This is an optimization exercise on Yosys and OpenROAD, whose aim is small area, a short achievable clock period and few clock cycles per item, not a production implementation.
RTL that was checked went through simulation tests only; none was proved equivalent to the original.
Power and IR drop assume default switching activity.

purple:
Design feq_recip, start of the top module:
module feq_recip (
    input  wire        clk,
    input  wire        rst,         
    input  wire        in_valid,
    output wire        in_ready,
    input  wire [15:0] a_raw,       
    input  wire [15:0] b_raw,       
    output reg         out_valid,
    input  wire        out_ready,
    output wire [31:0] out_re,      
    output wire [31:0] out_im,      
    output reg  [3:0]  out_sh,      
    output reg         out_dead
);
    reg         s1_busy;
    reg         s1_prep;            
    reg  [3:0]  s1_cnt;             
    reg         sqm;                
    reg         dead1;
    reg  [3:0]  hp;                 
    reg         e2_r, ez_r;         
    reg  [15:0] as_r, bs_r;
    reg  [31:0] sq_r;               
    reg  [2:0]  ca, cb;             
    wire   s1_load;
    assign in_ready = s1_load;
    wire s1_fin = (s1_cnt == 4'd9);
    wire a_small = (a_raw[15:1] == 15'd0) | (a_raw == 16'hFFFF);
    wire b_small = (b_raw[15:1] == 15'd0) | (b_raw == 16'hFFFF);
    wire red2 = (as_r[15] == as_r[14]) & (bs_r[15] == bs_r[14]);
    wire red3 = ((as_r[15:13] == 3'b000) | (as_r[15:13] == 3'b111)) &
                ((bs_r[15:13] == 3'b000) | (bs_r[15:13] == 3'b111));
    wire red5 = ((as_r[15:11] == 5'b00000) | (as_r[15:11] == 5'b11111)) &
                ((bs_r[15:11] == 5'b00000) | (bs_r[15:11] == 5'b11111));
    wire normed = dead1 | ~red2;
    wire [2:0]  kn = s1_prep ? s1_cnt[2:0] + 3'd1 : 3'd0;
    wire [16:0] ax = {as_r, 1'b0};
    wire [16:0] bx = {bs_r, 1'b0};
    reg  [2:0]  wa, wb;
    always @* begin
        case (kn)
            3'd0: begin wa = ax[16:14]; wb = bx[16:14]; end
            3'd1: begin wa = ax[14:12]; wb = bx[14:12]; end
            3'd2: begin wa = ax[12:10]; wb = bx[12:10]; end
            3'd3: begin wa = ax[10:8];  wb = bx[10:8];  end
            3'd4: begin wa = ax[8:6];   wb = bx[8:6];   end
  ...
Size: roughly 3,200 cells after synthesis, about 410 flip-flops, ~30,000 µm² of cells after synthesis.
==> flow/config.mk <==
export PLATFORM = sky130hd
export DESIGN_NAME = feq_recip
export DESIGN_NICKNAME = feq_recip
export VERILOG_FILES = /design/flow/design.v
export SDC_FILE = /design/flow/constraint.sdc
export NUM_CORES = 4
export LEC_CHECK = 0
export CAP_MARGIN = 20
export CORE_MARGIN = 2
export CORE_UTILIZATION = 40
export SLEW_MARGIN = 20
export SYNTH_HIERARCHICAL = 0
==> flow/constraint.sdc <==
create_clock -name core_clock -period 12.0 [get_ports {clk}]
set_input_delay 2.4000 -clock core_clock [delete_from_list [all_inputs] [get_ports {clk}]]
set_output_delay 2.4000 -clock core_clock [all_outputs]
set_load 0.01 [all_outputs]
standard.sh (not shown) runs the stock make flow with config.mk's settings and CLKGATE_MAP_FILE= SYNTH_SCRIPT=/design/flow/synth_recipe.tcl, a recipe that flattens the netlist after the stock synthesis.
==> flow/flow/run.sh <==
#!/bin/bash
# Standard ORFS layout, with timing repair asked to leave extra setup
# slack (the clock and constraints are the design's own).
set -euo pipefail
export SETUP_SLACK_MARGIN=${MARGIN:-7}
bash standard.sh > standard.log 2>&1 || { tail -50 standard.log; exit 1; }
Testbench counts of purple, summed over its fixed seeds: cycles 36,196, items 2,400.
> inputs changed (purple -> green)
-- flow/design.v --
<<< purple, line 134
    reg  [16:0] a3, b3;             
    reg         ap, bp;             
    reg  [33:0] vr, vi;             
    reg         zr, zi;             
    reg  [2:0]  hr, hi;             
>>> green, line 134
    reg  [16:0] a3, b3;             
    reg         ap, bp;             
    reg  [30:0] vr, vi;             
    reg         zr, zi;             
    reg  [2:0]  hr, hi;             
<<< purple, line 156
    wire [34:0] tr = booth_q({a3[1:0], ap}, q3, 1'b0);
    wire [34:0] ti = booth_q({b3[1:0], bp}, q3, 1'b1);
    wire [33:0] vr0 = (s3_cnt == 4'd0) ? 34'h0_0000_4000 : vr;
    wire [33:0] vi0 = (s3_cnt == 4'd0) ? 34'h0_0000_4000 : vi;
    wire [33:0] sr, si;
    wire        cr, ci;
    pfx_add #(.W(34)) u_sr (.a(vr0), .b(tr[33:0]), .ci(tr[34]), .s(sr), .co(cr));
    pfx_add #(.W(34)) u_si (.a(vi0), .b(ti[33:0]), .ci(ti[34]), .s(si), .co(ci));
    assign out_re = {vr[28:0], hr[2], hr[1], hr[0] & ~zr};
    assign out_im = {vi[28:0], hi[2], hi[1], hi[0] & ~zi};
>>> green, line 156
    wire [34:0] tr = booth_q({a3[1:0], ap}, q3, 1'b0);
    wire [34:0] ti = booth_q({b3[1:0], bp}, q3, 1'b1);
    wire [32:0] vr0 = (s3_cnt == 4'd0) ? 33'h0_0000_4000 : {{2{vr[30]}}, vr};
    wire [32:0] vi0 = (s3_cnt == 4'd0) ? 33'h0_0000_4000 : {{2{vi[30]}}, vi};
    wire [32:0] sr, si;             
    wire        cr, ci;
    pfx_add #(.W(33)) u_sr (.a(vr0), .b(tr[32:0]), .ci(tr[34]), .s(sr), .co(cr));
    pfx_add #(.W(33)) u_si (.a(vi0), .b(ti[32:0]), .ci(ti[34]), .s(si), .co(ci));
    assign out_re = {vr[28:0], hr[2], hr[1], hr[0] & ~zr};
    assign out_im = {vi[28:0], hi[2], hi[1], hi[0] & ~zi};
<<< purple, line 250
        end
        if (s3_go) begin
            vr <= {sr[33], sr[33], sr[33:2]};
            vi <= {si[33], si[33], si[33:2]};
            case (s3_cnt)
                4'd0: begin
>>> green, line 250
        end
        if (s3_go) begin
            vr <= sr[32:2];
            vi <= si[32:2];
            case (s3_cnt)
                4'd0: begin
==> summary.txt <==
Post-place setup slack (lower): green. The setup slack of green is larger than that of purple. When green is measured against purple, its share of the synthesized area in compound gates (AO/OA/AOI/OAI) turns out 0.40 points lower. Worst reg-to-reg path cell count, green and purple: lower on green. The lower sequential cell count came out of green. Against purple, green comes in 2.0% lower on number of clock buffers inserted by TritonCTS. In the tables for green and purple, count of clock-buffer cells in the layout reads higher with green. Diff purple -> green | post-route total power | down slightly. Diff purple -> green | total global routing track utilization | increase of 0.67 points. The final critical-path required period in green was lower than what purple gave.
For green, only the layout was checked, not whether the RTL still works.

Starting RTL as in the previous note.
==> module pfx_add, before the edit <==
module pfx_add #(parameter W = 32, parameter L = 6) (    
    input  wire [W-1:0] a,
    input  wire [W-1:0] b,
    input  wire         ci,
    output wire [W-1:0] s,
    output wire         co
);
    wire [W:0] G [0:L];
    wire [W:0] P [0:L];
    assign G[0] = {a & b, ci};
    assign P[0] = {a ^ b, 1'b0};
    genvar l, i;
    generate
        for (l = 0; l < L; l = l + 1) begin : lv
            for (i = 0; i <= W; i = i + 1) begin : bt
                if ((i >> l) & 1) begin : cmb
                    localparam integer J = ((i >> l) << l) - 1;
                    assign G[l+1][i] = G[l][i] | (P[l][i] & G[l][J]);
                    assign P[l+1][i] = P[l][i] & P[l][J];
                end else begin : pas
                    assign G[l+1][i] = G[l][i];
                    assign P[l+1][i] = P[l][i];
                end
            end
        end
    endgenerate
    assign s  = P[0][W:1] ^ G[L][W-1:0];
    assign co = G[L][W];
endmodule
export LEC_CHECK = 0
export CAP_MARGIN = 20
export CORE_MARGIN = 2
export CORE_UTILIZATION = 40
export SLEW_MARGIN = 20
export SYNTH_HIERARCHICAL = 0
create_clock -name core_clock -period 12.0 [get_ports {clk}]
==> flow/flow/run.sh <==
#!/bin/bash
# Standard ORFS layout, with timing repair asked to leave extra setup
# slack (the clock and constraints are the design's own).
set -euo pipefail
export SETUP_SLACK_MARGIN=${MARGIN:-8}
bash standard.sh > standard.log 2>&1 || { tail -50 standard.log; exit 1; }
Testbench counts at the start, summed over its fixed seeds: cycles 36,196, items 2,400.
Next try:
--- a/flow/design.v
+++ b/flow/design.v
@@ -282,13 +282,14 @@
             out_valid <= 1'b0;
     end
 endmodule
-module pfx_add #(parameter W = 32, parameter L = 6) (    
+module pfx_add #(parameter W = 32) (
     input  wire [W-1:0] a,
     input  wire [W-1:0] b,
     input  wire         ci,
     output wire [W-1:0] s,
     output wire         co
 );
+    localparam L = $clog2(W + 1);
     wire [W:0] G [0:L];
     wire [W:0] P [0:L];
     assign G[0] = {a & b, ci};
Sequential share of layout area is unchanged; die area is unchanged; sequential power is about the same; worst hold slack does not change; non-clock buffer count is unchanged; clock power barely changes; power is unchanged; cell area does not change; global-route usage stays the same; synthesized cell count stays the same; synthesized area stays the same; via count is unchanged; setup slack stays the same; maximum frequency does not change.
The RTL of the second run of this note was laid out without a check of its function.

-- re-timing with driven ports --
Ports are ideal in the flow. The routed layouts listed here were re-timed in OpenROAD. Step 1: set_driving_cell puts a clkbuf_16 on clk and a buf_2 on each other input, an assumption about the parent block. Step 2 times the ports against the registers' clock, not the clock port: input delays grow and output delays shrink by t, the midpoint of the rising clock arrivals with the driver on. Three values: ideal, step 1, step 2; two values: the first two.
run	shift t [ns]	setup slack, ns	hold WS [ns]	worst data-port slew with drivers (ns)	pins driven straight from the clock port
purple	0.669	7.163 / 7.099 / 7.021	0.395 / 0.395 / 0.395	0.05	1
green	0.661	7.226 / 7.160 / 7.142	0.415 / 0.415 / 0.415	0.07	1
the first run of note 2	0.649	7.456 / 7.396 / 7.493	0.373 / 0.373 / 0.373	0.04	1
the second run of note 2	0.649	7.456 / 7.396 / 7.493	0.373 / 0.373 / 0.373	0.04	1
After both steps every run listed still meets setup and hold. For purple, which loses most, drivers alone change the setup slack by -0.064 ns; drivers and shift together by -0.142 ns.
